This design comes from an exercise in tuning for small area on the open sky130 flow, not from production work. In this exercise RTL edits were held to simulation tests only and were not proved equivalent to the original. No activity file was given, so power comes from the tool's default toggle rates.

$ cat flow/config.mk
export PLATFORM = sky130hd
export DESIGN_NAME = acq_decim
export DESIGN_NICKNAME = acq_decim
export VERILOG_FILES = /design/flow/design.v
export SDC_FILE = /design/flow/constraint.sdc
export NUM_CORES = 4
export LEC_CHECK = 0
export CAP_MARGIN = 20
export CORE_MARGIN = 2
export CORE_UTILIZATION = 40
export SLEW_MARGIN = 20
export SYNTH_HIERARCHICAL = 1
export SYNTH_MINIMUM_KEEP_SIZE = 0
$ cat flow/design.v
`timescale 1ns/1ps
module acq_rca #(parameter W = 8) (
    input  wire [W-1:0] a,
    input  wire [W-1:0] b,
    input  wire         ci,
    output wire [W-1:0] s,
    output wire         co
);
    wire [W:0] c;
    assign c[0] = ci;
    genvar i;
    generate
        for (i = 0; i < W; i = i + 1) begin : g
            assign s[i]   = a[i] ^ b[i] ^ c[i];
            assign c[i+1] = (a[i] & b[i]) | (c[i] & (a[i] ^ b[i]));
        end
    endgenerate
    assign co = c[W];
endmodule
module acq_csel #(parameter W = 16, parameter WL = 8) (
    input  wire [W-1:0] a,
    input  wire [W-1:0] b,
    input  wire         ci,
    output wire [W-1:0] s,
    output wire         co
);
    wire [WL-1:0]   sl;
    wire            cl;
    wire [W-WL-1:0] s0, s1;
    wire            c0, c1;
    acq_rca #(WL)   u_l  (.a(a[WL-1:0]), .b(b[WL-1:0]), .ci(ci),   .s(sl), .co(cl));
    acq_rca #(W-WL) u_h0 (.a(a[W-1:WL]), .b(b[W-1:WL]), .ci(1'b0), .s(s0), .co(c0));
    acq_rca #(W-WL) u_h1 (.a(a[W-1:WL]), .b(b[W-1:WL]), .ci(1'b1), .s(s1), .co(c1));
    assign s  = {(cl ? s1 : s0), sl};
    assign co = cl ? c1 : c0;
endmodule
module acq_csel3 #(parameter W = 41, parameter W0 = 14, parameter W1 = 14) (
    input  wire [W-1:0] a,
    input  wire [W-1:0] b,
    input  wire         ci,
    output wire [W-1:0] s,
    output wire         co
);
    localparam W2 = W - W0 - W1;
    wire [W0-1:0] sl;
    wire          cl;
    wire [W1-1:0] sm0, sm1;
    wire          cm0, cm1;
    wire [W2-1:0] sh0, sh1;
    wire          ch0, ch1;
    acq_rca #(W0) u_l  (.a(a[W0-1:0]),       .b(b[W0-1:0]),       .ci(ci),   .s(sl),  .co(cl));
    acq_rca #(W1) u_m0 (.a(a[W0+W1-1:W0]),   .b(b[W0+W1-1:W0]),   .ci(1'b0), .s(sm0), .co(cm0));
    acq_rca #(W1) u_m1 (.a(a[W0+W1-1:W0]),   .b(b[W0+W1-1:W0]),   .ci(1'b1), .s(sm1), .co(cm1));
    acq_rca #(W2) u_h0 (.a(a[W-1:W0+W1]),    .b(b[W-1:W0+W1]),    .ci(1'b0), .s(sh0), .co(ch0));
    acq_rca #(W2) u_h1 (.a(a[W-1:W0+W1]),    .b(b[W-1:W0+W1]),    .ci(1'b1), .s(sh1), .co(ch1));
    wire cmid = cl ? cm1 : cm0;
    assign s  = {(cmid ? sh1 : sh0), (cl ? sm1 : sm0), sl};
    assign co = cmid ? ch1 : ch0;
endmodule
module acq_inc #(parameter W = 8) (
    input  wire [W-1:0] a,
    input  wire         ci,
    output wire [W-1:0] s,
    output wire         co
);
    wire [W:0] c;
    assign c[0] = ci;
    genvar i;
    generate
        for (i = 0; i < W; i = i + 1) begin : g
            assign s[i]   = a[i] ^ c[i];
            assign c[i+1] = a[i] & c[i];
        end
    endgenerate
    assign co = c[W];
endmodule
module acq_decim (
    input  wire        clk,
    input  wire        rst,
    input  wire        start,
    input  wire [2:0]  order,
    input  wire [10:0] ratio,
    input  wire [31:0] cal_ofs,
    input  wire [31:0] cal_gain,
    input  wire        x_valid,
    input  wire [13:0] x,
    output reg         res_valid,
    output wire [29:0] res_f,
    output wire [31:0] res_v,
    output wire        res_clip,
    output wire        res_sat
);
    localparam [2:0] ST_IDLE = 3'd0,
                     ST_ACC  = 3'd1,
                     ST_MUL  = 3'd2,
                     ST_DIV  = 3'd3,
                     ST_CAL  = 3'd4;
    reg [2:0]  st;
    reg [4:0]  cnt;
    reg        busy;       
    reg        sp1, sp2;   
    reg        sc;         
    reg        ps;         
    reg [10:0] pd;         
    reg [2:0]  blk;        
    reg        tflag;      
    reg        clip;
    reg [2:0]  a1;
    reg [11:0] a2;
    reg [20:0] a3;
    reg [30:0] a4;
    reg [53:0] S;
    reg [31:0] phi;
    reg [13:0] xr;
    reg        cy;
    reg        eh, el, ep;
    reg        rx;         
    reg  [1:0] ordm;
    wire k1 = (ordm == 2'd0);
    wire k2 = (ordm == 2'd1);
    wire k3 = (ordm == 2'd2);
    wire k4 = (ordm == 2'd3);
    wire [2:0] ordr = {1'b0, ordm} + 3'd1;
    reg [2:0] tap;
    always @(*) begin
        tap = 3'd0;
        if (tflag) begin
            case ({ordr, blk})
                {3'd1, 3'd1}: tap = 3'b111;    
                {3'd2, 3'd1}: tap = 3'b110;    
                {3'd3, 3'd1}: tap = 3'b101;    
                {3'd3, 3'd2}: tap = 3'b011;    
                default:      tap = 3'd0;
            endcase
        end
    end
    wire [2:0] tap4 = (tflag && k4) ?
                      ((blk == 3'd2) ? 3'b110 : (blk == 3'd1 || blk == 3'd3) ? 3'b100 : 3'd0) : 3'd0;
    wire [2:0]  a1_n;
    wire [11:0] a2_n;
    wire [20:0] a3_n;
    wire [11:0] a2_b = k3 ? {{9{tap[2]}}, tap} : {{9{a1[2]}}, a1};
    wire [20:0] a3_b = (k1 | k2) ? {{18{tap[2]}}, tap} : {{9{a2[11]}}, a2};
    wire [30:0] a4_b = {{10{a3[20]}}, a3};
    acq_rca  #(3)      u_a1 (.a(a1), .b(tap4), .ci(1'b0), .s(a1_n), .co());
    acq_rca  #(12)     u_a2 (.a(a2), .b(a2_b), .ci(1'b0), .s(a2_n), .co());
    acq_rca  #(21)     u_a3 (.a(a3), .b(a3_b), .ci(1'b0), .s(a3_n), .co());
    wire h_end = ((a4 ^ a4_b) == {(a4[29:0] | a4_b[29:0]), 1'b0});
    wire cal   = (st == ST_CAL);
    wire div   = (st == ST_DIV);
    wire aup   = (st == ST_ACC) && (cnt == 5'd7);
    wire step0 = cal ? (cnt == 5'd1) : (cnt == 5'd0);
    wire rneg  = (cnt == 5'd0) ? S[53] : rx;
    wire bb2 = cal ? eh : xr[1];
    wire bb1 = cal ? el : xr[0];
    wire bb0 = step0 ? 1'b0 : ep;
    wire fix   = div | aup;                      
    wire d_neg = fix ? (div & ~rneg) : (bb2 & ~(bb1 & bb0));
    wire d_one = fix | (bb1 ^ bb0);
    wire d_two = ~fix & ((bb2 & ~bb1 & ~bb0) | (~bb2 & bb1 & bb0));
    wire [40:0] mcand  = cal ? {{9{cal_gain[31]}}, cal_gain} :
                         div ? {phi[26:0], xr} : {10'd0, a4};
    wire [40:0] mag    = d_two ? {mcand[39:0], 1'b0} : (d_one ? mcand : 41'd0);
    wire [40:0] addend = d_neg ? ~mag : mag;
    wire [40:0] opa    = div   ? S[53:13] :
                         aup   ? {{10{a4_b[30]}}, a4_b} :
                         step0 ? (cal ? 41'd524288 : 41'd0) : {{9{phi[31]}}, phi};
    wire [40:0] bsum;
    acq_csel3 #(41, 14, 14) u_alu (.a(opa), .b(addend), .ci(d_neg), .s(bsum), .co());
    wire [21:0] s1_s;
    wire        s1_c;
    wire [21:0] s2_s;
    wire        s2_c;
    wire [9:0]  s3_s;
    acq_rca #(22) u_s1 (.a(S[21:0]),  .b({phi[7:0], xr}), .ci(1'b0), .s(s1_s), .co(s1_c));
    acq_rca #(22) u_s2 (.a(S[43:22]), .b(phi[29:8]),      .ci(sc),   .s(s2_s), .co(s2_c));
    acq_rca #(10) u_s3 (.a(S[53:44]), .b({10{ps}}), .ci(sc), .s(s3_s), .co());
    wire [40:0] dsub = bsum;
    wire        dge  = ~bsum[40];
    wire [30:0] q31 = {S[13:0], a3[16:0]};
    wire [29:0] fs;                                            
    acq_inc #(30) u_fp (.a(q31[30:1]), .ci(q31[0]), .s(fs), .co());
    wire [33:0] fse = {{4{fs[29]}}, fs};
    wire [33:0] ose = ~{{2{cal_ofs[31]}}, cal_ofs};
    wire [1:0]  fdig = fse[{cnt, 1'b0} +: 2];
    wire [1:0]  odig = ose[{cnt, 1'b0} +: 2];
    wire [1:0]  esum;
    wire        ecy;
    acq_rca #(2) u_e (.a(fdig), .b(odig), .ci((cnt == 5'd0) ? 1'b1 : cy), .s(esum), .co(ecy));
    wire sat = ~((&phi[31:17]) | ~(|phi[31:17]));
    assign res_f    = fs;
    assign res_v    = sat ? {phi[31], {31{~phi[31]}}} : {phi[17:0], xr};
    assign res_sat  = sat;
    assign res_clip = clip;
    always @(posedge clk) begin
        if (rst) begin
            st        <= ST_IDLE;
            res_valid <= 1'b0;
            busy      <= 1'b0;
            sp1       <= 1'b0;
            sp2       <= 1'b0;
        end else begin
            res_valid <= 1'b0;
            sp1 <= 1'b0;
            sp2 <= sp1;
            if (sp1) begin
                S[43:22] <= s2_s;
                sc       <= s2_c;
                ps       <= phi[30];
            end
            if (sp2)
                S[53:44] <= s3_s;
            case (st)
                ST_IDLE: begin
                    if (start) begin
                        st    <= ST_ACC;
                        busy  <= 1'b0;
                        pd    <= ratio;
                        blk   <= 3'd0;
                        clip  <= 1'b0;
                        ordm  <= order[1:0] - 2'd1;
                        a1    <= (order == 3'd4) ? 3'd1 : 3'd0;
                        a2    <= (order == 3'd4 || order == 3'd3) ? 12'd1 : 12'd0;
                        a3    <= (order == 3'd1) ? 21'd0 : 21'd1;
                        a4    <= 31'd1;
                        S     <= 54'd0;
                    end
                end
                ST_ACC: begin
                    if (busy) begin
                        cnt <= cnt + 5'd1;
                        if (cnt != 5'd7) begin
                            phi <= bsum[33:2];
                            xr  <= {bsum[1:0], xr[13:2]};
                            ep  <= xr[1];
                        end
                        if (cnt == 5'd0) a1 <= a1_n;
                        if (cnt == 5'd1) a2 <= a2_n;
                        if (cnt == 5'd2) a3 <= a3_n;
                        if (cnt == 5'd7) begin
                            busy     <= 1'b0;
                            S[21:0]  <= s1_s;
                            sc       <= s1_c;
                            sp1      <= 1'b1;
                            a4       <= bsum[30:0];
                            if (h_end) begin
                                a4  <= {20'd0, ratio};
                                xr  <= {3'd0, ratio};
                                a3  <= 21'd0;
                                blk <= {1'b0, ordm};
                                cnt <= 5'd0;
                                st  <= ST_MUL;
                            end
                        end
                    end
                    if (x_valid) begin
                        busy <= 1'b1;
                        cnt  <= 5'd0;
                        xr   <= x;
                        if (x == 14'h2000 || x == 14'h1fff)
                            clip <= 1'b1;
                        if (pd == 11'd1) begin
                            pd    <= ratio;
                            blk   <= blk + 3'd1;
                            tflag <= 1'b1;
                        end else begin
                            pd    <= pd - 11'd1;
                            tflag <= 1'b0;
                        end
                    end
                end
                ST_MUL: begin
                    cnt <= cnt + 5'd1;
                    if (blk == 3'd0) begin
                        if (cnt == 5'd1) begin
                            phi <= 32'd0;
                            cnt <= 5'd0;
                            st  <= ST_DIV;
                        end
                    end else if (cnt != 5'd7) begin
                        phi <= bsum[33:2];
                        xr  <= {bsum[1:0], xr[13:2]};
                        ep  <= xr[1];
                    end else begin
                        cnt <= 5'd0;
                        if (blk == 3'd1) begin
                            st <= ST_DIV;
                        end else begin
                            blk <= blk - 3'd1;
                            a4  <= {phi[16:0], xr};
                            xr  <= {3'd0, ratio};
                        end
                    end
                end
                ST_DIV: begin
                    cnt <= cnt + 5'd1;
                    S   <= {dsub[39:0], S[12:0], a3[16]};
                    rx  <= dsub[40];
                    a3  <= {a3[20:17], a3[15:0], dge};
                    if (cnt == 5'd30) begin
                        st  <= ST_CAL;
                        cnt <= 5'd0;
                    end
                end
                ST_CAL: begin
                    cnt <= cnt + 5'd1;
                    eh  <= esum[1];
                    el  <= esum[0];
                    cy  <= ecy;
                    ep  <= (cnt == 5'd0) ? 1'b0 : eh;
                    if (cnt != 5'd0) begin
                        phi <= bsum[33:2];
                        xr  <= {bsum[1:0], xr[13:2]};
                    end
                    if (cnt == 5'd17) begin
                        st        <= ST_IDLE;
                        res_valid <= 1'b1;
                    end
                end
                default: st <= ST_IDLE;
            endcase
        end
    end
endmodule
$ cat flow/constraint.sdc
create_clock -name core_clock -period 12.0 [get_ports {clk}]
set_input_delay 2.4000 -clock core_clock [delete_from_list [all_inputs] [get_ports {clk}]]
set_output_delay 2.4000 -clock core_clock [all_outputs]
set_load 0.01 [all_outputs]
$ cat flow/run.sh
#!/bin/bash
# synth_recipe.tcl (not shown) runs the flow's synth.tcl, then flattens the netlist and writes it again
# the make line also repeats each setting of config.mk as NAME=value (left out here)
make -C /OpenROAD-flow-scripts/flow DESIGN_CONFIG=/design/flow/config.mk WORK_HOME=/design/flow/orfs CLKGATE_MAP_FILE= SYNTH_SCRIPT=/design/flow/synth_recipe.tcl finish
==> impl_metrics.ini, run 1 <==
[run_status]
outcome = finished clean

[sta]
slew_headroom_pct = 28.1
postLayoutSetupSlackWorst_ps = 1510
finalClockSkew_ps = 26.8
rsz0062_at_grt = false
fmax_mhz = 95.3
period_share_pct = 87.4
final_max_slew_viol_count = 0
worstMarginPinSlew_ps = 1070
setup_tns_ps = 0
hold_violations = 0
min_period_ps = 10490
final-setup-viol-count = 0
whs_ps = 631

[final_layout]
mostFrequentLayoutCells = 198 x inv_1, 197 x edfxtp_1, 160 x fa_1, 160 x clkdlybuf4s50_1, 143 x nor2_1
syn_to_final_growth_pct = 16.0
layout.cells.most_common = inv_1
nNetsFinal = 2361
fin_area_um2 = 22700
drive_above_1_share_pct = 8.31

[floorplan]
fp.dieH_um = 225
die_w_um = 225
start_util_pct = 40.2
core.rowCount = 81
die_area_um2 = 50700
fp.coreArea_um2 = 48600
ios = 161

[clocking]
cts_buffers = 27
cts_resized = 0
cts_setup_buffers = 0
h-tree-depth = 1
cts.hold.buffers_added = 0
cts_tree = yes
clockBufferDepth = 3
cts.sink_count = 204
clkSlewWorstSetupHoldPaths_ps = 60
root_buffer = clkbuf_16
clk_latency_ps = 580

[power_and_ir_drop]
p_total_w = 0.00828
internal-power_w = 0.00443
p_sw_share_pct = 46.5
clockPowerShare_pct = 9.7
ir_drop_v = 0.000258
p_comb_share_pct = 68.8
p_switching_w = 0.00385
seq_power_share_pct = 21.5
leakage_nw = 8.83
powerDensity_nw_per_um2 = 365

[drt]
routedWlPerCell_um = 25.3
antenna_left = 0
wl_um = 67600
dr.pass1.iters = 6
drt_iter0_drc = 1488
vias_per_cell = 6.00
num_vias = 16000
drcViolationCount = 0

[critical_path]
cp.arrival_ps = 10880
critical_path_required_ps = 12390
crit_top_cell = fa_1
cp-end-kind = flip-flop
slowest_delay_ps = 600
critPathKind = flip-flop to flip-flop
cp-start-kind = flip-flop
critPathMaxFanout = 13
slowest_stage = nor2_1

[synthesis]
synth_cells = 1923
syn_area_um2 = 19600
postSynthAreaPerCell_um2 = 10.2
synth_warnings = 7

[grt]
grt_use_met1_pct = 37.8
grt_max_degree = 67
use_met3_pct = 4.56
first_global_vias = 16000
grt_use_met2_pct = 42.4
grt_pass1_wl_um = 102000
busiest_layer = met2
grtUsageTotal_pct = 26.8
overflow = 0
antenna_found_initial = 1

[worst_hold_path]
hp-class = flip-flop to flip-flop

[place]
dpl.hpwl_um = 50500
portBuffers = 160
pre_cts_ws_ps = 1460
place_area_um2 = 21800
gp_congestion = 0.936

[flow_run]
drv_cap = 0
-- power by group through the flow --
stage	Combinational [W]	Sequential, W	Clock, W
finish	0.00570	0.00178	0.000801
global route	0.00628	0.00181	0.000836
CTS	0.00565	0.00177	0.000811
detailed placement	0.00562	0.00178	0
global placement	0.00544	0.00177	0
floorplan	0.00414	0.00156	0
-- worst paths after layout --
kind                              start     end  slack [ps]  cells after the start
worst max-delay path            ordm[0]  a3[20]        1510                     31
worst min-delay path            phi[30]      ps         630                      0
worst max register to register  ordm[0]  a3[20]        1510                     31
worst min register to register  phi[30]      ps         630                      0
-- critical path: cells and delay by family (launching register included) --
kind                     cells  cell delay, ps
buffers and inverters        5             410
flip-flops                   1             510
AND/OR/NAND/NOR              2             700
multiplexers                 1             430
AO/OA/AOI/OAI                1              50
adder cells (fa/ha/maj)     22            8200
-- through the flow --
stage	utilization (%)	std cells
after floorplan	-	1929
after global placement	44.8	2616
after detailed placement	44.8	2616
after CTS	46.6	2666
after global routing	46.6	2667
final	46.6	2668
-- metal layers --
layer  part of all wire, %  vias to the layer above  routed length, um
met2                    45                      782              30400
li1                      -                     7094                  -
met4                   3.2                        0               2140
met3                   8.7                      132               5860
met1                    43                     8009              29200
met5                     0                        -                  0
-- registers in the layout (all words and copies together) (netlist names), 5 cells and up --
register / count
S: 54
phi: 32
a4: 31
a3: 21
xr: 14
a2: 12
pd: 11
cnt: 5
-- final cells by class --
class	instances	area, um2
flip-flops and latches	204	6060
clock buffers	41	768
repair buffers	199	1910
multi-input cells	1393	12300
diodes	1	2.50
well taps	622	778
inverters	199	747
clock inverters	9	82.6
fillers	4558	26000
==> inputs of run 2 (changes only) <==
--- a/flow/config.mk
+++ b/flow/config.mk
@@ -7,7 +7,7 @@
 export LEC_CHECK = 0
 export CAP_MARGIN = 20
 export CORE_MARGIN = 2
-export CORE_UTILIZATION = 40
+export CORE_UTILIZATION = 65
 export SLEW_MARGIN = 20
 export SYNTH_HIERARCHICAL = 1
 export SYNTH_MINIMUM_KEEP_SIZE = 0
==> run 2 against run 1 <==
Effect of this change: synthesized area stayed put; clock-buffer cell count fell by 13; global-route usage is 14 points higher; combinational power barely moved; utilization grew 28 points; largest power group unchanged.
==> impl_metrics.ini, run 2 <==
[final_layout]
nNetsFinal = 2356
syn_to_final_growth_pct = 13.6
mostFrequentLayoutCells = 198 x inv_1, 197 x edfxtp_1, 160 x fa_1, 160 x clkdlybuf4s50_1, 143 x nor2_1
largest_reg_flops = 54
top_register = S
layout.cells.most_common = inv_1
top_regs = S x54, phi x32, a4 x31
drive_above_1_share_pct = 7.91
num_antenna_cells = 0

[grt]
first_global_vias = 16500
overflow = 0
antenna_found_initial = 0
use_met3_pct = 9.21
grt_use_met2_pct = 61.6
grt_max_degree = 68
busiest_layer = met2
grt_pass1_wl_um = 97300
grtUsageTotal_pct = 41.1
grt_use_met1_pct = 56.8

[floorplan]
start_util_pct = 66.0
core.rowCount = 63
fp.coreArea_um2 = 29600
fp.dieH_um = 177
die_area_um2 = 31500
ios = 161
die_w_um = 177

[place]
dpl.hpwl_um = 46400
portBuffers = 160
pre_cts_ws_ps = 1460
gp_congestion = 0.976

[drt]
wl_um = 63300
drt_iter0_drc = 1831
vias_per_cell = 6.79
num_vias = 16500
antenna_left = 0
drcViolationCount = 0
dr.pass1.iters = 6
routedWlPerCell_um = 26.1

[power_and_ir_drop]
powerDensity_nw_per_um2 = 368
ir_drop_v = 0.000269
leakage_nw = 8.75

[clocking]
cts_buffers = 25
h-tree-depth = 1
cts_resized = 0
clkSlewWorstSetupHoldPaths_ps = 70
clk_latency_ps = 540
cts.sink_count = 204
cts.hold.buffers_added = 0
root_buffer = clkbuf_16
cts_setup_buffers = 0
clockBufferDepth = 3
cts_tree = yes

[synthesis]
synth_cells = 1923
syn_area_um2 = 19600
postSynthAreaPerCell_um2 = 10.2
synth_warnings = 7

[sta]
period_share_pct = 88.7
hold_violations = 0
rsz0062_at_grt = false
finalClockSkew_ps = 11.0
min_period_ps = 10650
worstMarginPinSlew_ps = 1100
final_max_slew_viol_count = 0
slew_headroom_pct = 26.3
postLayoutSetupSlackWorst_ps = 1350
final-setup-viol-count = 0
fmax_mhz = 93.9
setup_tns_ps = 0

[critical_path]
cp-start-kind = flip-flop
critPathKind = flip-flop to flip-flop
slowest_delay_ps = 620
critical_path_required_ps = 12380
slowest_stage = nor2_1
cp.arrival_ps = 11030
critPathMaxFanout = 13
crit_top_cell = fa_1
cp-end-kind = flip-flop

[flow_run]
drv_cap = 0

[worst_hold_path]
hp-class = flip-flop to flip-flop

[run_status]
outcome = finished clean
[run 2: path summary, 6_finish.rpt]
kind	start	end	slack (ps)	depth (start not counted)
worst min register to register	phi[30]	ps	600	0
worst max register to register	ordm[0]	a3[20]	1350	31
worst min-delay path	phi[30]	ps	600	0
worst max-delay path	ordm[0]	a3[20]	1350	31
[run 2: layer usage]
| metal | part of all wire, % | vias to the layer above | wire (um) |
|---|---|---|---|
| li1 | - | 7070 | - |
| met2 | 44 | 1161 | 27900 |
| met1 | 39 | 8006 | 24500 |
| met5 | 0 | - | 0 |
| met3 | 12 | 236 | 7400 |
| met4 | 5.6 | 0 | 3530 |
[run 2: through the flow]
stage	hold WS [ps]	util, %	cell area, um2	std cells	total power, W
5_1_grt	617	75.0	22200	2426	0.00874
4_1_cts	580	75.0	22200	2426	0.00805
2_1_floorplan	498	-	19600	1929	0.00570
3_5_place_dp	559	72.5	21500	2382	0.00728
3_3_place_gp	563	72.5	21500	2382	0.00700
6_report	604	75.0	22200	2426	0.00818
[run 2: worst max-delay path, delay by kind of cell (launching register included)]
| family | cells | cell delay, ps |
|---|---|---|
| adder cells (fa/ha/maj) | 22 | 8360 |
| AND/OR/NAND/NOR | 2 | 710 |
| flip-flops | 1 | 500 |
| multiplexers | 1 | 440 |
| buffers and inverters | 5 | 420 |
| AO/OA/AOI/OAI | 1 | 60 |
[run 2: area by class of cell]
cell class	instances	area (um2)
Multi-Input combinational cell	1393	12300
Fill cell	2088	7410
Sequential cell	204	6060
Timing Repair Buffer	196	1870
Inverter	199	747
Clock buffer	28	637
Tap cell	390	488
Clock inverter	16	101
[run 2: power by group]
group,total (W),internal [W],switching [W],leakage (nW)
Sequential,0.00177,0.00134,0.000424,1.93
Combinational,0.00569,0.00263,0.00306,6.46
Clock,0.000724,0.000400,0.000324,0.360
==> inputs of run 3 (changes only) <==
--- a/flow/design.v
+++ b/flow/design.v
@@ -98,9 +98,8 @@
     reg [2:0]  st;
     reg [4:0]  cnt;
     reg        busy;       
-    reg        sp1, sp2;   
+    reg        sp1;        
     reg        sc;         
-    reg        ps;         
     reg [10:0] pd;         
     reg [2:0]  blk;        
     reg        tflag;      
@@ -164,17 +163,15 @@
     wire [40:0] addend = d_neg ? ~mag : mag;
     wire [40:0] opa    = div   ? S[53:13] :
                          aup   ? {{10{a4_b[30]}}, a4_b} :
-                         step0 ? (cal ? 41'd524288 : 41'd0) : {{9{phi[31]}}, phi};
+                         step0 ? (cal ? 41'd524288 : (st == ST_ACC) ? {27'd0, S[13:0]} : 41'd0) :
+                                 {{9{phi[31]}}, phi};
     wire [40:0] bsum;
     acq_csel3 #(41, 14, 14) u_alu (.a(opa), .b(addend), .ci(d_neg), .s(bsum), .co());
     wire [21:0] s1_s;
     wire        s1_c;
-    wire [21:0] s2_s;
-    wire        s2_c;
-    wire [9:0]  s3_s;
-    acq_rca #(22) u_s1 (.a(S[21:0]),  .b({phi[7:0], xr}), .ci(1'b0), .s(s1_s), .co(s1_c));
-    acq_rca #(22) u_s2 (.a(S[43:22]), .b(phi[29:8]),      .ci(sc),   .s(s2_s), .co(s2_c));
-    acq_rca #(10) u_s3 (.a(S[53:44]), .b({10{ps}}), .ci(sc), .s(s3_s), .co());
+    wire [17:0] s2_s;
+    acq_rca #(22) u_s1 (.a(S[35:14]), .b(phi[21:0]), .ci(1'b0), .s(s1_s), .co(s1_c));
+    acq_rca #(18) u_s2 (.a(S[53:36]), .b({{8{phi[31]}}, phi[31:22]}), .ci(sc), .s(s2_s), .co());
     wire [40:0] dsub = bsum;
     wire        dge  = ~bsum[40];
     wire [30:0] q31 = {S[13:0], a3[16:0]};
@@ -198,18 +195,11 @@
             res_valid <= 1'b0;
             busy      <= 1'b0;
             sp1       <= 1'b0;
-            sp2       <= 1'b0;
         end else begin
             res_valid <= 1'b0;
             sp1 <= 1'b0;
-            sp2 <= sp1;
-            if (sp1) begin
-                S[43:22] <= s2_s;
-                sc       <= s2_c;
-                ps       <= phi[30];
-            end
-            if (sp2)
-                S[53:44] <= s3_s;
+            if (sp1)
+                S[53:36] <= s2_s;
             case (st)
                 ST_IDLE: begin
                     if (start) begin
@@ -239,7 +229,8 @@
                         if (cnt == 5'd2) a3 <= a3_n;
                         if (cnt == 5'd7) begin
                             busy     <= 1'b0;
-                            S[21:0]  <= s1_s;
+                            S[13:0]  <= xr;
+                            S[35:14] <= s1_s;
                             sc       <= s1_c;
                             sp1      <= 1'b1;
                             a4       <= bsum[30:0];
@@ -272,7 +263,7 @@
                 ST_MUL: begin
                     cnt <= cnt + 5'd1;
                     if (blk == 3'd0) begin
-                        if (cnt == 5'd1) begin
+                        if (cnt == 5'd0) begin
                             phi <= 32'd0;
                             cnt <= 5'd0;
                             st  <= ST_DIV;
==> run 3 against run 2 <==
Effect of this change: still clean on timing, DRC and antenna; die area fell by 4.8%; register-to-register slack worse by 350 ps; synthesized cell count shrank 3.4%; clock power is 2% lower; largest cell class unchanged.
==> impl_metrics.ini, run 3 <==
[final_layout]
top_register = S
mostFrequentLayoutCells = 196 x edfxtp_1, 182 x inv_1, 169 x nand2_1
final_cells = 2360
top_regs = S x54, phi x32, a4 x31
drive_above_1_share_pct = 7.77
largest_reg_flops = 54
layout.cells.most_common = edfxtp_1
num_antenna_cells = 0
fillCellCount = 1994
nNetsFinal = 2288
fin_area_um2 = 21300
syn_to_final_growth_pct = 14.7
final_core_util_pct = 76.2

[clocking]
cts_setup_buffers = 0
clockBufferDepth = 3
cts_resized = 0
cts.sink_count = 202
cts_tree = yes
cts_buffers = 24
clk_latency_ps = 550
h-tree-depth = 1
root_buffer = clkbuf_16
cts.hold.buffers_added = 0
clkSlewWorstSetupHoldPaths_ps = 60

[sta]
fmax_mhz = 91.0
min_period_ps = 10990
slew_headroom_pct = 21.0
hold_violations = 0
worstMarginPinSlew_ps = 1180
period_share_pct = 91.6
final_max_slew_viol_count = 0
finalClockSkew_ps = 29.6
whs_ps = 622
setup_tns_ps = 0
final-setup-viol-count = 0
rsz0062_at_grt = false

[floorplan]
ios = 161
fp.coreArea_um2 = 28000
die_w_um = 173
start_util_pct = 66.4
core.rowCount = 61
die_area_um2 = 30000
fp.dieH_um = 173

[critical_path]
critPathMaxFanout = 20
slowest_stage = mux2i_4
cp.arrival_ps = 11300
endpoint = a4[28]
timing.rr.end = a4[28]
critPathKind = flip-flop to flip-flop
cp-start-kind = flip-flop
reg2reg_depth = 30
slowest_delay_ps = 750
startpoint = cnt[1]
critical_path_required_ps = 12300
crit_top_cell = fa_1
r2r-start = cnt[1]
cp-end-kind = flip-flop
r2r_slack_ps = 1010

[synthesis]
syn_area_um2 = 18600
postSynthAreaPerCell_um2 = 10.0
synth_cells = 1857
synth_warnings = 7

[place]
place_area_um2 = 20600
dpl.cell_count = 2317
gp_congestion = 0.974
dpl.hpwl_um = 43900
portBuffers = 160

[drt]
routedWlPerCell_um = 25.5
num_vias = 15900
drt_iter0_drc = 2130
dr.pass1.iters = 8
drcViolationCount = 0
wl_um = 60200
vias_per_cell = 6.75
antenna_left = 0

[grt]
grt_pass1_wl_um = 92900
grt_max_degree = 60
grtUsageTotal_pct = 40.1
antenna_found_initial = 0
overflow = 0
first_global_vias = 15900

[worst_hold_path]
min_from = S[5]
hp-class = flip-flop to flip-flop

[power_and_ir_drop]
powerDensity_nw_per_um2 = 133
leakage_nw = 8.58
ir_drop_v = 0.000110

[flow_run]
drv_cap = 0

[run_status]
outcome = finished clean
-- run 3: critical path: cells and delay by family, from the launching register on --
kind | cells | cell delay, ps
AO/OA/AOI/OAI | 3 | 910
XOR/XNOR | 1 | 190
adder cells (fa/ha/maj) | 16 | 5530
buffers and inverters | 5 | 800
flip-flops | 1 | 740
multiplexers | 3 | 1660
AND/OR/NAND/NOR | 2 | 900
-- run 3: layout make-up --
cell class                 count  area [um2]  area share (%)
clock buffer                  32         652            3.06
clock inverter                11        77.6           0.364
inverter                     183         687            3.22
multi-input combinational   1350       11500            53.9
sequential                   202        6010            28.2
tap                          378         473            2.22
timing repair buffer         204        1940            9.09
-- run 3: report_power, final --
| group | switching (W) | internal (W) | total, W |
|---|---|---|---|
| Combinational | 0.000606 | 0.000534 | 0.00114 |
| Clock | 0.000311 | 0.000401 | 0.000712 |
| Sequential | 0.0000964 | 0.000897 | 0.000994 |
-- run 3: how the worst min path moves through the flow --
stage                       end  depth (start not counted)
after global routing       S[8]                          1
after floorplan           S[11]                          1
after CTS                  S[6]                          1
final                      S[6]                          1
after global placement     S[6]                          1
after detailed placement   S[6]                          1
-- run 3: layer usage --
layer / GRT usage [%] / vias up / wire, um
met1: 54.6 / 7735 / 22600
met3: 11.2 / 221 / 8030
met5: 0 / - / 0
met2: 61.6 / 1187 / 26900
li1: - / 6794 / -
met4: 15.4 / 0 / 2650
-- run 3: stage by stage --
| step | total power [W] | worst slack [ps] |
|---|---|---|
| 6_report | 0.00285 | 1010 |
| 5_1_grt | 0.00297 | 636 |
| 4_1_cts | 0.00281 | 1140 |
| 3_5_place_dp | 0.00210 | 1200 |
| 3_3_place_gp | 0.00206 | 1350 |
| 2_1_floorplan | 0.00174 | 2470 |
==> inputs of run 4 (changes only) <==
==> flow/flow/run.sh (new file) <==
#!/bin/bash
set -uo pipefail
bash standard.sh \
  "BUFFER_PORTS_ARGS=-buffer_cell sky130_fd_sc_hd__buf_1" \
  "CTS_ARGS=-sink_clustering_enable -repair_clock_nets -dont_use_dummy_load" \
  finish > flow_make.log 2>&1
rc=$?
tail -40 flow_make.log
exit $rc
==> flow/standard.sh (new file) <==
#!/bin/bash
# synth_recipe.tcl (not shown) runs the flow's synth.tcl, then flattens the netlist and writes it again
# the make line also repeats each setting of config.mk as NAME=value (left out here)
make -C /OpenROAD-flow-scripts/flow DESIGN_CONFIG=/design/flow/config.mk WORK_HOME=/design/flow/orfs CLKGATE_MAP_FILE= SYNTH_SCRIPT=/design/flow/synth_recipe.tcl "${@:-finish}"
removed: flow/run.sh
==> run 4 against run 3 <==
Effect of this change: synthesized cell count unchanged; first-iteration DRC count up 11%; sequential power about the same; total power down 4.2%; critical path depth down 1; non-clock buffer count unchanged; via count down 1.3%; flip-flop and latch count unchanged; routed wire length down 1.6%; cell area down 5.2%; clock-buffer cell count down 7; largest power group unchanged.
==> impl_metrics.ini, run 4 <==
[drt]
wl_um = 59200
drt_iter0_drc = 2355
vias_per_cell = 6.71
routedWlPerCell_um = 25.3
antenna_left = 0
dr.pass1.iters = 9
num_vias = 15700
drcViolationCount = 0

[final_layout]
fillCellCount = 2165
syn_to_final_growth_pct = 8.75
layout.cells.most_common = edfxtp_1
drive_above_1_share_pct = 7.59
final_cells = 2342
largest_reg_flops = 54
num_antenna_cells = 0
top_register = S
nNetsFinal = 2289
mostFrequentLayoutCells = 196 x edfxtp_1, 182 x inv_1, 168 x nand2_1
top_regs = S x54, phi x32, a4 x31

[clocking]
cts_setup_buffers = 0
cts.sink_count = 202
cts_buffers = 25
h-tree-depth = 1
root_buffer = clkbuf_16
cts_tree = yes
cts.hold.buffers_added = 0
clkSlewWorstSetupHoldPaths_ps = 60
clk_latency_ps = 540
clockBufferDepth = 3
cts_resized = 0

[power_and_ir_drop]
p_comb_share_pct = 39.7
clockPowerShare_pct = 23.9
ir_drop_v = 0.0000986
seq_power_share_pct = 36.4
p_switching_w = 0.000981
p_sw_share_pct = 36.0
leakage_nw = 8.10
internal-power_w = 0.00175
powerDensity_nw_per_um2 = 135

[sta]
worstMarginPinSlew_ps = 1130
fmax_mhz = 94.5
min_period_ps = 10580
finalClockSkew_ps = 30.2
slew_headroom_pct = 24.5
hold_violations = 0
final_max_slew_viol_count = 0
setup_tns_ps = 0
final-setup-viol-count = 0
period_share_pct = 88.2
rsz0062_at_grt = false

[floorplan]
die_area_um2 = 30000
core.rowCount = 61
fp.dieH_um = 173
die_w_um = 173
start_util_pct = 66.4
fp.coreArea_um2 = 28000
ios = 161

[critical_path]
critPathKind = flip-flop to flip-flop
slowest_stage = or4b_1
slowest_delay_ps = 870
critPathMaxFanout = 15
cp.arrival_ps = 10870
critical_path_required_ps = 12290
cp-end-kind = flip-flop
crit_top_cell = fa_1
cp-start-kind = flip-flop

[run_status]
outcome = finished clean

[grt]
grt_use_met1_pct = 56.2
grt_max_degree = 57
antenna_found_initial = 1
first_global_vias = 15400
overflow = 0
use_met3_pct = 7.89
grt_pass1_wl_um = 90800
busiest_layer = met2
grtUsageTotal_pct = 39.6
grt_use_met2_pct = 60.4

[worst_hold_path]
hp-class = flip-flop to flip-flop

[place]
portBuffers = 160
dpl.hpwl_um = 43700
gp_congestion = 0.989
dpl.cell_count = 2317

[synthesis]
postSynthAreaPerCell_um2 = 10.0
synth_warnings = 7
synth_cells = 1857
syn_area_um2 = 18600

[flow_run]
drv_cap = 0
[run 4: critical path: cells and delay by family, from the launching register on]
family                   cells  cell delay [ps]
flip-flops                   1              640
AND/OR/NAND/NOR              4             1400
adder cells (fa/ha/maj)     15             5490
multiplexers                 3             1630
buffers and inverters        5              760
AO/OA/AOI/OAI                1              210
XOR/XNOR                     1              180
[run 4: layout make-up]
class	instances	area (um2)	share of cell area (%)
Multi-Input combinational cell	1350	11500	56.9
Sequential cell	202	6010	29.7
Timing Repair Buffer	204	931	4.60
Inverter	183	687	3.40
Clock buffer	25	626	3.09
Tap cell	378	473	2.34
[run 4: through the flow]
step / instance area (um2) / setup slack, ps / util (%) / power [W] / hold WS [ps]
floorplan: 18600 / 2470 / - / 0.00174 / 559
global placement: 19600 / 1550 / 69.9 / 0.00201 / 599
detailed placement: 19600 / 1550 / 69.9 / 0.00205 / 610
CTS: 20200 / 1520 / 72.2 / 0.00270 / 619
global route: 20200 / 1060 / 72.2 / 0.00286 / 644
finish: 20200 / 1420 / 72.2 / 0.00273 / 625
[run 4: final timing paths]
check	startpoint	to	slack (ps)	depth (start not counted)
setup / recovery	cnt[2]	phi[26]	1420	29
hold / removal	S[12]	S[13]	630	1
setup reg to reg	cnt[2]	phi[26]	1420	29
hold reg to reg	S[12]	S[13]	630	1
[run 4: power by group through the flow]
stage | sequential [W] | clock, W | combinational (W)
after floorplan | 0.000964 | 0 | 0.000780
after global placement | 0.00100 | 0 | 0.00101
after detailed placement | 0.00100 | 0 | 0.00105
after CTS | 0.000989 | 0.000651 | 0.00106
after global routing | 0.00100 | 0.000678 | 0.00118
final | 0.000994 | 0.000651 | 0.00108
[run 4: routing by layer]
layer	up-vias	wire, um
met1	7641	22600
met4	2	2470
met2	1124	26500
met5	-	13
li1	6778	-
met3	177	7590
==> inputs of run 5 (changes only) <==
--- a/flow/design.v
+++ b/flow/design.v
@@ -144,7 +144,6 @@
     acq_rca  #(3)      u_a1 (.a(a1), .b(tap4), .ci(1'b0), .s(a1_n), .co());
     acq_rca  #(12)     u_a2 (.a(a2), .b(a2_b), .ci(1'b0), .s(a2_n), .co());
     acq_rca  #(21)     u_a3 (.a(a3), .b(a3_b), .ci(1'b0), .s(a3_n), .co());
-    wire h_end = ((a4 ^ a4_b) == {(a4[29:0] | a4_b[29:0]), 1'b0});
     wire cal   = (st == ST_CAL);
     wire div   = (st == ST_DIV);
     wire aup   = (st == ST_ACC) && (cnt == 5'd7);
@@ -234,16 +233,16 @@
                             sc       <= s1_c;
                             sp1      <= 1'b1;
                             a4       <= bsum[30:0];
-                            if (h_end) begin
-                                a4  <= {20'd0, ratio};
-                                xr  <= {3'd0, ratio};
-                                a3  <= 21'd0;
-                                blk <= {1'b0, ordm};
-                                cnt <= 5'd0;
-                                st  <= ST_MUL;
-                            end
                         end
                     end
+                    if (!busy && a4 == 31'd0) begin
+                        a4  <= {20'd0, ratio};
+                        xr  <= {3'd0, ratio};
+                        a3  <= 21'd0;
+                        blk <= {1'b0, ordm};
+                        cnt <= 5'd0;
+                        st  <= ST_MUL;
+                    end
                     if (x_valid) begin
                         busy <= 1'b1;
                         cnt  <= 5'd0;
==> run 5 against run 4 <==
Effect of this change: total power shrank 21%; worst setup slack lost 190 ps; via count shrank 9.8%; largest cell class unchanged.
==> impl_metrics.ini, run 5 <==
[drt]
drcViolationCount = 0
num_vias = 14200
vias_per_cell = 6.75
routedWlPerCell_um = 25.8
drt_iter0_drc = 2082
wl_um = 54100
antenna_left = 0
dr.pass1.iters = 7

[critical_path]
crit_top_cell = fa_1
critPathKind = flip-flop to flip-flop
cp.arrival_ps = 11170
reg2reg_depth = 30
slowest_delay_ps = 770
slowest_stage = nor2_1
cp-start-kind = flip-flop
critPathMaxFanout = 13
r2r_slack_ps = 1230
r2r-start = ordm[0]
cp-end-kind = flip-flop
timing.rr.end = a3[20]
critical_path_required_ps = 12400

[place]
dpl.hpwl_um = 38600
gp_congestion = 0.971
portBuffers = 160
place_area_um2 = 18300

[sta]
final-setup-viol-count = 0
min_period_ps = 10770
setup_tns_ps = 0
rsz0062_at_grt = false
period_share_pct = 89.7
final_max_slew_viol_count = 0
hold_violations = 0
slew_headroom_pct = 29.0
worstMarginPinSlew_ps = 1070
finalClockSkew_ps = 33.6
fmax_mhz = 92.9

[final_layout]
layout.cells.most_common = edfxtp_1
nNetsFinal = 2052
drive_above_1_share_pct = 8.59
mostFrequentLayoutCells = 196 x edfxtp_1, 160 x buf_1, 146 x fa_1
syn_to_final_growth_pct = 8.79
fin_area_um2 = 19000
top_register = S
fillCellCount = 1994
register_area_um2 = 6010
top_regs = S x54, phi x32, a4 x31
multi_input_area_um2 = 10600
largest_reg_flops = 54

[floorplan]
fp.dieH_um = 168
start_util_pct = 65.6
core.rowCount = 60
fp.coreArea_um2 = 26700
die_area_um2 = 28200
ios = 161
die_w_um = 168

[clocking]
h-tree-depth = 1
root_buffer = clkbuf_16
cts_buffers = 24
cts_tree = yes
cts_setup_buffers = 0
cts.sink_count = 202
clockBufferDepth = 3
cts.hold.buffers_added = 0
clkSlewWorstSetupHoldPaths_ps = 60
cts_resized = 0
clk_latency_ps = 540

[flow_run]
drv_cap = 0

[run_status]
outcome = finished clean

[worst_hold_path]
holdPathEnd = S[2]
hold_depth = 1
hp-class = flip-flop to flip-flop
min_from = S[1]

[grt]
first_global_vias = 13900
grt_max_degree = 65
grtUsageTotal_pct = 38.4
grt_pass1_wl_um = 82200
overflow = 0
antenna_found_initial = 1

[synthesis]
syn_area_um2 = 17500
synth_warnings = 7
postSynthAreaPerCell_um2 = 10.6
synth_cells = 1646

[power_and_ir_drop]
leakage_nw = 7.36
ir_drop_v = 0.0000881
powerDensity_nw_per_um2 = 114
[run 5: how the worst max path moves through the flow]
| stage | startpoint | to | slack [ps] |
|---|---|---|---|
| finish | ordm[0] | a3[20] | 1230 |
| global route | ordm[0] | a3[20] | 840 |
| CTS | cnt[0] | a3[0] | 1230 |
| detailed placement | cnt[0] | a3[0] | 1250 |
| global placement | cnt[0] | a3[0] | 1570 |
| floorplan | ordm[0] | a3[20] | 2450 |
[run 5: through the flow]
stage | hold slack (ps) | cells | power, W | worst slack (ps) | util, %
4_1_cts | 624 | 2095 | 0.00214 | 1230 | 71.0
3_3_place_gp | 611 | 2071 | 0.00150 | 1570 | 68.7
6_report | 631 | 2099 | 0.00216 | 1230 | 71.3
2_1_floorplan | 552 | 1652 | 0.00134 | 2450 | -
5_1_grt | 647 | 2098 | 0.00225 | 840 | 71.3
3_5_place_dp | 616 | 2071 | 0.00152 | 1250 | 68.7
[run 5: layout make-up]
class                           count  area share (%)
Clock buffer                       24            3.16
Inverter                          128            2.53
Sequential cell                   202            31.6
Multi-Input combinational cell   1209            55.7
Tap cell                          341            2.24
Antenna cell                        1          0.0132
Timing Repair Buffer              194            4.75
[run 5: power by group]
group          switching [W]  total, W  internal [W]  leakage [nW]
Sequential         0.0000630  0.000921      0.000858          1.91
Clock               0.000280  0.000628      0.000349         0.296
Combinational       0.000336  0.000610      0.000274          5.16
Total               0.000679   0.00216       0.00148          7.36
[run 5: layer usage]
metal / share of wire (%) / global-route usage, % / vias to the layer above
met3: 12 / 8.39 / 144
met1: 39 / 54.9 / 6971
met5: 0 / 0 / -
met2: 45 / 58.6 / 987
met4: 4.0 / 14.0 / 0
li1: - / - / 6075
[run 5: worst max-delay path, delay by kind of cell, from the launching register on]
family | cells | cell delay [ps]
flip-flops | 1 | 460
buffers and inverters | 5 | 400
AND/OR/NAND/NOR | 2 | 910
adder cells (fa/ha/maj) | 22 | 8420
multiplexers | 1 | 430
==> inputs of run 6 (changes only) <==
--- a/flow/config.mk
+++ b/flow/config.mk
@@ -8,6 +8,7 @@
 export CAP_MARGIN = 20
 export CORE_MARGIN = 2
 export CORE_UTILIZATION = 65
+export CTS_BUF_LIST = sky130_fd_sc_hd__clkbuf_4
 export SLEW_MARGIN = 20
 export SYNTH_HIERARCHICAL = 1
 export SYNTH_MINIMUM_KEEP_SIZE = 0
==> run 6 against run 5 <==
Effect of this change: cell area unchanged; clock-buffer cell count is the same; utilization stayed put; worst hold slack stayed put; synthesized cell count unchanged; critical path type unchanged; synthesized area is the same.
==> impl_metrics.ini, run 6 <==
[run_status]
outcome = finished clean

[clocking]
cts.hold.buffers_added = 0
root_buffer = clkbuf_16
cts_resized = 0
clockBufferDepth = 3
cts.sink_count = 202
h-tree-depth = 1
cts_setup_buffers = 0
cts_tree = yes
clk_latency_ps = 540
cts_buffers = 24
clkSlewWorstSetupHoldPaths_ps = 60

[sta]
final-setup-viol-count = 0
min_period_ps = 10770
postLayoutSetupSlackWorst_ps = 1230
finalClockSkew_ps = 33.6
hold_violations = 0
fmax_mhz = 92.9
slew_headroom_pct = 29.0
final_max_slew_viol_count = 0
setup_tns_ps = 0
period_share_pct = 89.7
worstMarginPinSlew_ps = 1070
whs_ps = 631
rsz0062_at_grt = false

[place]
pre_cts_ws_ps = 1250
gp_congestion = 0.971
portBuffers = 160
dpl.hpwl_um = 38600

[grt]
grtUsageTotal_pct = 38.4
antenna_found_initial = 1
grt_use_met1_pct = 54.9
first_global_vias = 13900
busiest_layer = met2
use_met3_pct = 8.39
overflow = 0
grt_max_degree = 65
grt_pass1_wl_um = 82200
grt_use_met2_pct = 58.6

[drt]
num_vias = 14200
vias_per_cell = 6.75
routedWlPerCell_um = 25.8
wl_um = 54100
dr.pass1.iters = 7
drcViolationCount = 0
antenna_left = 0
drt_iter0_drc = 2082

[critical_path]
slowest_stage = nor2_1
cp.arrival_ps = 11170
crit_top_cell = fa_1
critical-path-top-delay-family = adder cells
r2r-start = ordm[0]
reg2reg_depth = 30
critical_path_required_ps = 12400
critPathMaxFanout = 13
r2r_slack_ps = 1230
slowest_delay_ps = 770
critPathKind = flip-flop to flip-flop
cp-start-kind = flip-flop
startpoint = ordm[0]
timing.rr.end = a3[20]
cp.buffers_inverters = 5
cp-end-kind = flip-flop

[worst_hold_path]
holdPathEnd = S[2]
hp-class = flip-flop to flip-flop
min_from = S[1]
hold_depth = 1

[floorplan]
ios = 161
start_util_pct = 65.6
die_w_um = 168
fp.coreArea_um2 = 26700
fp.dieH_um = 168
die_area_um2 = 28200
core.rowCount = 60

[flow_run]
drv_cap = 0

[final_layout]
largest_reg_flops = 54
top_register = S
top_regs = S x54, phi x32, a4 x31
final_core_util_pct = 71.3
nNetsFinal = 2052
fillCellCount = 1994
drive_above_1_share_pct = 8.59
register_area_um2 = 6010
multi_input_area_um2 = 10600
mostFrequentLayoutCells = 196 x edfxtp_1, 160 x buf_1, 146 x fa_1
syn_to_final_growth_pct = 8.79
layout.cells.most_common = edfxtp_1

[power_and_ir_drop]
p_sw_share_pct = 31.4
seq_power_share_pct = 42.6
p_total_w = 0.00216
ir_drop_v = 0.0000881
powerDensity_nw_per_um2 = 114
p_comb_share_pct = 28.3
internal-power_w = 0.00148
leakage_nw = 7.36
clockPowerShare_pct = 29.1
p_switching_w = 0.000679

[synthesis]
synth_cells = 1646
synth_warnings = 7
postSynthAreaPerCell_um2 = 10.6
syn_area_um2 = 17500
[run 6: layout make-up]
type	count	area share, %
multi-input cells	1209	55.7
flip-flops and latches	202	31.6
repair buffers	194	4.75
clock buffers	24	3.16
inverters	128	2.53
well taps	341	2.24
diodes	1	0.0132
[run 6: worst max path at each step]
stage / endpoint / slack (ps) / depth (start not counted)
finish: a3[20] / 1230 / 30
detailed placement: a3[0] / 1250 / 30
global placement: a3[0] / 1570 / 30
floorplan: a3[20] / 2450 / 31
CTS: a3[0] / 1230 / 30
global route: a3[20] / 840 / 30
[run 6: power by group through the flow]
| stage | Sequential (W) | Clock, W | Combinational, W |
|---|---|---|---|
| 3_5_place_dp | 0.000933 | 0 | 0.000591 |
| 6_report | 0.000921 | 0.000628 | 0.000610 |
| 3_3_place_gp | 0.000932 | 0 | 0.000570 |
| 4_1_cts | 0.000920 | 0.000630 | 0.000595 |
| 2_1_floorplan | 0.000903 | 0 | 0.000438 |
| 5_1_grt | 0.000926 | 0.000651 | 0.000669 |
[run 6: through the flow]
step / instances / area (um2)
2_1_floorplan: 1652 / 17500
3_3_place_gp: 2071 / 18300
3_5_place_dp: 2071 / 18300
4_1_cts: 2095 / 18900
5_1_grt: 2098 / 19000
6_report: 2099 / 19000
[run 6: metal layers]
metal	vias to the layer above	routed length, um
li1	6075	-
met1	6971	21300
met2	987	24100
met3	144	6480
met4	0	2170
met5	-	0
==> inputs of run 7 (changes only) <==
--- a/flow/design.v
+++ b/flow/design.v
@@ -98,8 +98,6 @@
     reg [2:0]  st;
     reg [4:0]  cnt;
     reg        busy;       
-    reg        sp1;        
-    reg        sc;         
     reg [10:0] pd;         
     reg [2:0]  blk;        
     reg        tflag;      
@@ -156,21 +154,17 @@
     wire d_neg = fix ? (div & ~rneg) : (bb2 & ~(bb1 & bb0));
     wire d_one = fix | (bb1 ^ bb0);
     wire d_two = ~fix & ((bb2 & ~bb1 & ~bb0) | (~bb2 & bb1 & bb0));
-    wire [40:0] mcand  = cal ? {{9{cal_gain[31]}}, cal_gain} :
-                         div ? {phi[26:0], xr} : {10'd0, a4};
+    wire [40:0] mcand  = cal ? {{9{cal_gain[31]}}, cal_gain} : {(div ? a2[9:0] : 10'd0), a4};
     wire [40:0] mag    = d_two ? {mcand[39:0], 1'b0} : (d_one ? mcand : 41'd0);
     wire [40:0] addend = d_neg ? ~mag : mag;
     wire [40:0] opa    = div   ? S[53:13] :
                          aup   ? {{10{a4_b[30]}}, a4_b} :
-                         step0 ? (cal ? 41'd524288 : (st == ST_ACC) ? {27'd0, S[13:0]} : 41'd0) :
+                         step0 ? (cal ? 41'd524288 : (st == ST_ACC) ? {9'd0, S[31:0]} : 41'd0) :
                                  {{9{phi[31]}}, phi};
     wire [40:0] bsum;
     acq_csel3 #(41, 14, 14) u_alu (.a(opa), .b(addend), .ci(d_neg), .s(bsum), .co());
     wire [21:0] s1_s;
-    wire        s1_c;
-    wire [17:0] s2_s;
-    acq_rca #(22) u_s1 (.a(S[35:14]), .b(phi[21:0]), .ci(1'b0), .s(s1_s), .co(s1_c));
-    acq_rca #(18) u_s2 (.a(S[53:36]), .b({{8{phi[31]}}, phi[31:22]}), .ci(sc), .s(s2_s), .co());
+    acq_rca #(22) u_s1 (.a(S[53:32]), .b({{8{phi[31]}}, phi[31:18]}), .ci(1'b0), .s(s1_s), .co());
     wire [40:0] dsub = bsum;
     wire        dge  = ~bsum[40];
     wire [30:0] q31 = {S[13:0], a3[16:0]};
@@ -189,16 +183,15 @@
     assign res_sat  = sat;
     assign res_clip = clip;
     always @(posedge clk) begin
+        xr  <= {bsum[1:0], xr[13:2]};
+        phi <= bsum[33:2];
+        ep  <= xr[1];
         if (rst) begin
             st        <= ST_IDLE;
             res_valid <= 1'b0;
             busy      <= 1'b0;
-            sp1       <= 1'b0;
         end else begin
             res_valid <= 1'b0;
-            sp1 <= 1'b0;
-            if (sp1)
-                S[53:36] <= s2_s;
             case (st)
                 ST_IDLE: begin
                     if (start) begin
@@ -218,20 +211,12 @@
                 ST_ACC: begin
                     if (busy) begin
                         cnt <= cnt + 5'd1;
-                        if (cnt != 5'd7) begin
-                            phi <= bsum[33:2];
-                            xr  <= {bsum[1:0], xr[13:2]};
-                            ep  <= xr[1];
-                        end
                         if (cnt == 5'd0) a1 <= a1_n;
                         if (cnt == 5'd1) a2 <= a2_n;
                         if (cnt == 5'd2) a3 <= a3_n;
                         if (cnt == 5'd7) begin
                             busy     <= 1'b0;
-                            S[13:0]  <= xr;
-                            S[35:14] <= s1_s;
-                            sc       <= s1_c;
-                            sp1      <= 1'b1;
+                            S        <= {s1_s, phi[17:0], xr};
                             a4       <= bsum[30:0];
                         end
                     end
@@ -241,7 +226,7 @@
                         a3  <= 21'd0;
                         blk <= {1'b0, ordm};
                         cnt <= 5'd0;
-                        st  <= ST_MUL;
+                        st  <= k1 ? ST_DIV : ST_MUL;
                     end
                     if (x_valid) begin
                         busy <= 1'b1;
@@ -261,25 +246,14 @@
                 end
                 ST_MUL: begin
                     cnt <= cnt + 5'd1;
-                    if (blk == 3'd0) begin
-                        if (cnt == 5'd0) begin
-                            phi <= 32'd0;
-                            cnt <= 5'd0;
-                            st  <= ST_DIV;
-                        end
-                    end else if (cnt != 5'd7) begin
-                        phi <= bsum[33:2];
-                        xr  <= {bsum[1:0], xr[13:2]};
-                        ep  <= xr[1];
-                    end else begin
+                    if (cnt == 5'd7) begin
                         cnt <= 5'd0;
-                        if (blk == 3'd1) begin
+                        blk <= blk - 3'd1;
+                        a4  <= {phi[16:0], xr};
+                        a2  <= phi[28:17];
+                        xr  <= {3'd0, ratio};
+                        if (blk == 3'd1)
                             st <= ST_DIV;
-                        end else begin
-                            blk <= blk - 3'd1;
-                            a4  <= {phi[16:0], xr};
-                            xr  <= {3'd0, ratio};
-                        end
                     end
                 end
                 ST_DIV: begin
@@ -298,10 +272,6 @@
                     el  <= esum[0];
                     cy  <= ecy;
                     ep  <= (cnt == 5'd0) ? 1'b0 : eh;
-                    if (cnt != 5'd0) begin
-                        phi <= bsum[33:2];
-                        xr  <= {bsum[1:0], xr[13:2]};
-                    end
                     if (cnt == 5'd17) begin
                         st        <= ST_IDLE;
                         res_valid <= 1'b1;
--- a/flow/config.mk
+++ b/flow/config.mk
@@ -8,7 +8,6 @@
 export CAP_MARGIN = 20
 export CORE_MARGIN = 2
 export CORE_UTILIZATION = 65
-export CTS_BUF_LIST = sky130_fd_sc_hd__clkbuf_4
 export SLEW_MARGIN = 20
 export SYNTH_HIERARCHICAL = 1
 export SYNTH_MINIMUM_KEEP_SIZE = 0
==> run 7 against run 6 <==
Effect of this change: register-to-register slack got worse by 150 ps; clock-buffer cell count decreased by 7; die area decreased by 9.9%; synthesized area decreased by 10%; sequential share of layout area increased by 0.68 points; synthesized cell count decreased by 12%; clock skew decreased by 4.6 ps; flip-flop and latch count decreased by 2; non-clock buffer count decreased by 4; routed wire length decreased by 15%; critical path depth increased by 2; largest power group is now combinational cells.
==> impl_metrics.ini, run 7 <==
[critical_path]
r2r_slack_ps = 1080
crit_top_cell = fa_1
endpoint = a3[0]
slowest_stage = edfxtp_1
r2r-start = cnt[1]
cp-end-kind = flip-flop
critical_path_required_ps = 12200
reg2reg_depth = 32
startpoint = cnt[1]
critPathMaxFanout = 24
critPathKind = flip-flop to flip-flop
cp-start-kind = flip-flop
cp.arrival_ps = 11130
timing.rr.end = a3[0]
slowest_delay_ps = 700

[final_layout]
fillCellCount = 1807
multi_input_area_um2 = 9420
num_antenna_cells = 0
nNetsFinal = 1821
fin_area_um2 = 17000
top_regs = S x54, phi x32, a4 x31
top_register = S
drive_above_1_share_pct = 7.89
mostFrequentLayoutCells = 160 x buf_1, 148 x edfxtp_1, 128 x fa_1
layout.cells.most_common = buf_1
syn_to_final_growth_pct = 8.25
register_area_um2 = 5490
largest_reg_flops = 54
final_cells = 1865

[drt]
dr.pass1.iters = 6
wl_um = 45900
antenna_left = 0
num_vias = 12500
drcViolationCount = 0
drt_iter0_drc = 1497
routedWlPerCell_um = 24.6
vias_per_cell = 6.71

[sta]
period_share_pct = 91.0
setup_tns_ps = 0
final_max_slew_viol_count = 0
min_period_ps = 10920
fmax_mhz = 91.5
rsz0062_at_grt = false
hold_violations = 0
whs_ps = 543
worstMarginPinSlew_ps = 899
finalClockSkew_ps = 28.9
slew_headroom_pct = 39.3
final-setup-viol-count = 0

[place]
dpl.cell_count = 1847
place_area_um2 = 16500
dpl.hpwl_um = 34300
gp_congestion = 0.984
portBuffers = 160

[floorplan]
fp.dieH_um = 159
start_util_pct = 66.5
core.rowCount = 56
fp.coreArea_um2 = 23600
ios = 161
die_area_um2 = 25400
die_w_um = 159

[clocking]
cts.sink_count = 200
cts_setup_buffers = 0
clk_latency_ps = 460
cts_buffers = 17
h-tree-depth = 4
clockBufferDepth = 2
cts_resized = 0
cts.hold.buffers_added = 0
cts_tree = yes
clkSlewWorstSetupHoldPaths_ps = 80
root_buffer = clkbuf_16

[flow_run]
drv_cap = 0

[power_and_ir_drop]
internal-power_w = 0.00250
p_switching_w = 0.00208
p_sw_share_pct = 45.5
leakage_nw = 6.53
ir_drop_v = 0.000174
powerDensity_nw_per_um2 = 270
clockPowerShare_pct = 10.5
seq_power_share_pct = 26.6
p_comb_share_pct = 62.8

[worst_hold_path]
hp-class = flip-flop to flip-flop

[synthesis]
synth_warnings = 7
postSynthAreaPerCell_um2 = 10.9
synth_cells = 1444
syn_area_um2 = 15700

[grt]
use_met3_pct = 8.88
grt_use_met1_pct = 50.0
grt_use_met2_pct = 57.0
overflow = 0
antenna_found_initial = 0
grt_pass1_wl_um = 70800
grtUsageTotal_pct = 36.7
grt_max_degree = 64
first_global_vias = 12400
busiest_layer = met2

[run_status]
outcome = finished clean
## run 7: final cells by class
type	count	area share [%]
Sequential cell	200	32.3
Tap cell	319	2.35
Inverter	113	2.50
Clock buffer	17	2.50
Timing Repair Buffer	190	4.98
Multi-Input combinational cell	1026	55.4
## run 7: power by group through the flow
stage | Sequential, W | Clock [W] | Combinational, W
global placement | 0.00122 | 0 | 0.00268
floorplan | 0.00110 | 0 | 0.00212
CTS | 0.00121 | 0.000485 | 0.00283
finish | 0.00122 | 0.000482 | 0.00288
detailed placement | 0.00122 | 0 | 0.00280
global route | 0.00123 | 0.000507 | 0.00318
## run 7: worst min-delay path by stage
stage               slack (ps)   from     to  cells past startpoint
floorplan                  480  xr[2]  xr[0]                      1
global placement           510  xr[5]  xr[3]                      1
detailed placement         520  xr[5]  xr[3]                      1
CTS                        520  xr[5]  xr[3]                      1
global route               550  xr[5]  xr[3]                      1
finish                     540  xr[5]  xr[3]                      1
## run 7: routing by layer
metal  routed length (um)  vias up
met5                    0        -
met4                 1750        0
met3                 5270      122
met2                21200      796
met1                17700     6124
li1                     -     5465
## run 7: stage by stage
step / power, W / worst slack [ps] / utilization [%]
global route: 0.00492 / 725 / 72.0
global placement: 0.00390 / 1570 / 70.1
floorplan: 0.00322 / 1900 / -
CTS: 0.00452 / 1170 / 71.9
finish: 0.00458 / 1080 / 72.0
detailed placement: 0.00402 / 1230 / 70.1
## run 7: worst max-delay path: cells and delay by family, from the launching register on
family / cells / cell delay [ps]
adder cells (fa/ha/maj): 16 / 5570
AND/OR/NAND/NOR: 4 / 1370
multiplexers: 3 / 1340
buffers and inverters: 6 / 900
flip-flops: 1 / 700
AO/OA/AOI/OAI: 2 / 530
XOR/XNOR: 1 / 240
==> inputs of run 8 (changes only) <==
==> flow/flow/run.sh (replaced) <==
#!/bin/bash
set -uo pipefail
bash standard.sh \
  "BUFFER_PORTS_ARGS=-buffer_cell sky130_fd_sc_hd__buf_1" \
  "CTS_ARGS=-sink_clustering_enable -repair_clock_nets -dont_use_dummy_load -buf_list sky130_fd_sc_hd__clkbuf_8" \
  finish > flow_make.log 2>&1
rc=$?
tail -40 flow_make.log
exit $rc
==> run 8 against run 7 <==
Effect of this change: largest cell class unchanged; cell area down 1.1%; critical path type unchanged; worst hold slack worse by 10 ps; synthesized area unchanged; maximum frequency down 0.19%; total power down 3.4%; still clean; clock skew up 19 ps; critical path depth unchanged.
==> impl_metrics.ini, run 8 <==
[run_status]
outcome = finished clean

[sta]
slew_headroom_pct = 39.4
final_max_slew_viol_count = 0
fmax_mhz = 91.4
final-setup-viol-count = 0
worstMarginPinSlew_ps = 898
setup_tns_ps = 0
rsz0062_at_grt = false
period_share_pct = 91.2
min_period_ps = 10950
finalClockSkew_ps = 47.6
hold_violations = 0

[floorplan]
core.rowCount = 56
ios = 161
fp.coreArea_um2 = 23600
start_util_pct = 66.5
die_w_um = 159
die_area_um2 = 25400
fp.dieH_um = 159

[grt]
grtUsageTotal_pct = 36.4
overflow = 0
antenna_found_initial = 1
grt_pass1_wl_um = 70400
grt_max_degree = 64
first_global_vias = 12300

[clocking]
clkSlewWorstSetupHoldPaths_ps = 110
cts_buffers = 17
cts_tree = yes
clockBufferDepth = 2
cts_resized = 0
root_buffer = clkbuf_8
cts_setup_buffers = 0
cts.hold.buffers_added = 0
clk_latency_ps = 500
h-tree-depth = 4
cts.sink_count = 200

[critical_path]
startpoint = cnt[1]
cp-start-kind = flip-flop
cp.buffers_inverters = 6
cp.arrival_ps = 11190
critical-path-top-delay-family = adder cells
r2r-start = cnt[1]
crit_top_cell = fa_1
slowest_stage = edfxtp_1
critical_path_required_ps = 12240
critPathKind = flip-flop to flip-flop
critPathMaxFanout = 24
slowest_delay_ps = 720
cp-end-kind = flip-flop

[final_layout]
syn_to_final_growth_pct = 7.05
fillCellCount = 1849
mostFrequentLayoutCells = 160 x buf_1, 148 x edfxtp_1, 128 x fa_1
multi_input_area_um2 = 9420
drive_above_1_share_pct = 7.89
top_register = S
register_area_um2 = 5490
layout.cells.most_common = buf_1
nNetsFinal = 1821
fin_area_um2 = 16800
largest_reg_flops = 54
top_regs = S x54, phi x32, a4 x31

[synthesis]
synth_cells = 1444
synth_warnings = 7
syn_area_um2 = 15700
postSynthAreaPerCell_um2 = 10.9

[power_and_ir_drop]
p_total_w = 0.00443
p_comb_share_pct = 64.7
leakage_nw = 6.44
p_switching_w = 0.00205
ir_drop_v = 0.000168
clockPowerShare_pct = 7.8
seq_power_share_pct = 27.5
powerDensity_nw_per_um2 = 263
p_sw_share_pct = 46.4
internal-power_w = 0.00237

[drt]
vias_per_cell = 6.63
routedWlPerCell_um = 24.4
antenna_left = 0
wl_um = 45600
dr.pass1.iters = 8
num_vias = 12400
drt_iter0_drc = 1523
drcViolationCount = 0

[place]
portBuffers = 160
gp_congestion = 0.984
place_area_um2 = 16500
dpl.hpwl_um = 34300

[flow_run]
drv_cap = 0

[worst_hold_path]
hp-class = flip-flop to flip-flop
min_from = xr[5]
run 8: layer usage:
metal,part of all wire (%),track usage [%],up-vias
met5,0,0,-
met4,3.5,12.5,0
met3,12,8.80,114
met2,46,56.6,758
met1,39,50.5,6055
li1,-,-,5452
run 8: path summary, 6_finish.rpt:
path	to	slack, ps	cells after the start
setup / recovery	a3[0]	1050	32
hold / removal	xr[3]	530	1
setup reg to reg	a3[0]	1050	32
hold reg to reg	xr[3]	530	1
run 8: final cells by class:
class	count	share of cell area [%]
diodes	1	0.0149
well taps	319	2.37
multi-input cells	1026	56.0
inverters	113	2.52
flip-flops and latches	200	32.6
repair buffers	190	5.03
clock buffers	17	1.39
run 8: power groups by stage:
stage / Clock, W / Combinational [W] / Sequential, W
floorplan: 0 / 0.00212 / 0.00110
global placement: 0 / 0.00268 / 0.00122
detailed placement: 0 / 0.00280 / 0.00122
CTS: 0.000345 / 0.00282 / 0.00120
global route: 0.000369 / 0.00318 / 0.00123
finish: 0.000345 / 0.00286 / 0.00122
run 8: worst register-to-register path: cells and delay by family (launching register included):
family	cells	cell delay (ps)
xor+xnor	1	260
flops	1	720
fa+ha+maj	16	5570
buf+inv	6	910
simple gates	4	1380
compound gates	2	530
mux	3	1350
run 8: through the flow:
| stage | std cells | hold slack (ps) | setup WS (ps) | util [%] |
|---|---|---|---|---|
| floorplan | 1450 | 476 | 1900 | - |
| global placement | 1847 | 513 | 1570 | 70.1 |
| detailed placement | 1847 | 515 | 1230 | 70.1 |
| CTS | 1864 | 528 | 1160 | 71.0 |
| global route | 1865 | 550 | 716 | 71.2 |
| finish | 1866 | 533 | 1050 | 71.2 |

-- afterwards: timing with drivers on the ports --
No port has a modelled driver above. Below, the same layouts with a new extraction and two added sets of constraints. Step 1, drivers: a clkbuf_16 drives clk and a buf_2 each remaining input, both assumed. Step 2 times the ports against the registers' clock, not the clock port: input delays grow and output delays shrink by t, the midpoint of the rising clock arrivals with the driver on. Three values: ideal, step 1, step 2; two values: the first two.
| run | t (ns) | slack for setup (ns) | worst data-port slew with drivers (ns) | cell pins on the clock port's net |
|---|---|---|---|---|
| run 1 | 0.627 | 1.511 / 1.511 / 1.511 | 0.05 | 1 |
| run 2 | 0.591 | 1.354 / 1.354 / 1.297 | 0.05 | 1 |
| run 3 | 0.589 | 1.006 / 1.006 / 1.006 | 0.05 | 1 |
| run 4 | 0.584 | 1.420 / 1.420 / 1.420 | 0.05 | 1 |
| run 5 | 0.576 | 1.230 / 1.230 / 1.230 | 0.07 | 1 |
| run 6 | 0.576 | 1.230 / 1.230 / 1.230 | 0.07 | 1 |
| run 7 | 0.492 | 1.076 / 1.076 / 1.076 | 0.04 | 1 |
| run 8 | 0.515 | 1.055 / 1.055 / 1.055 | 0.04 | 1 |
After both steps every run listed still meets setup and hold. The setup slack of run 2, which loses most, moves by 0.000 ns with the drivers and by -0.057 ns with both steps.
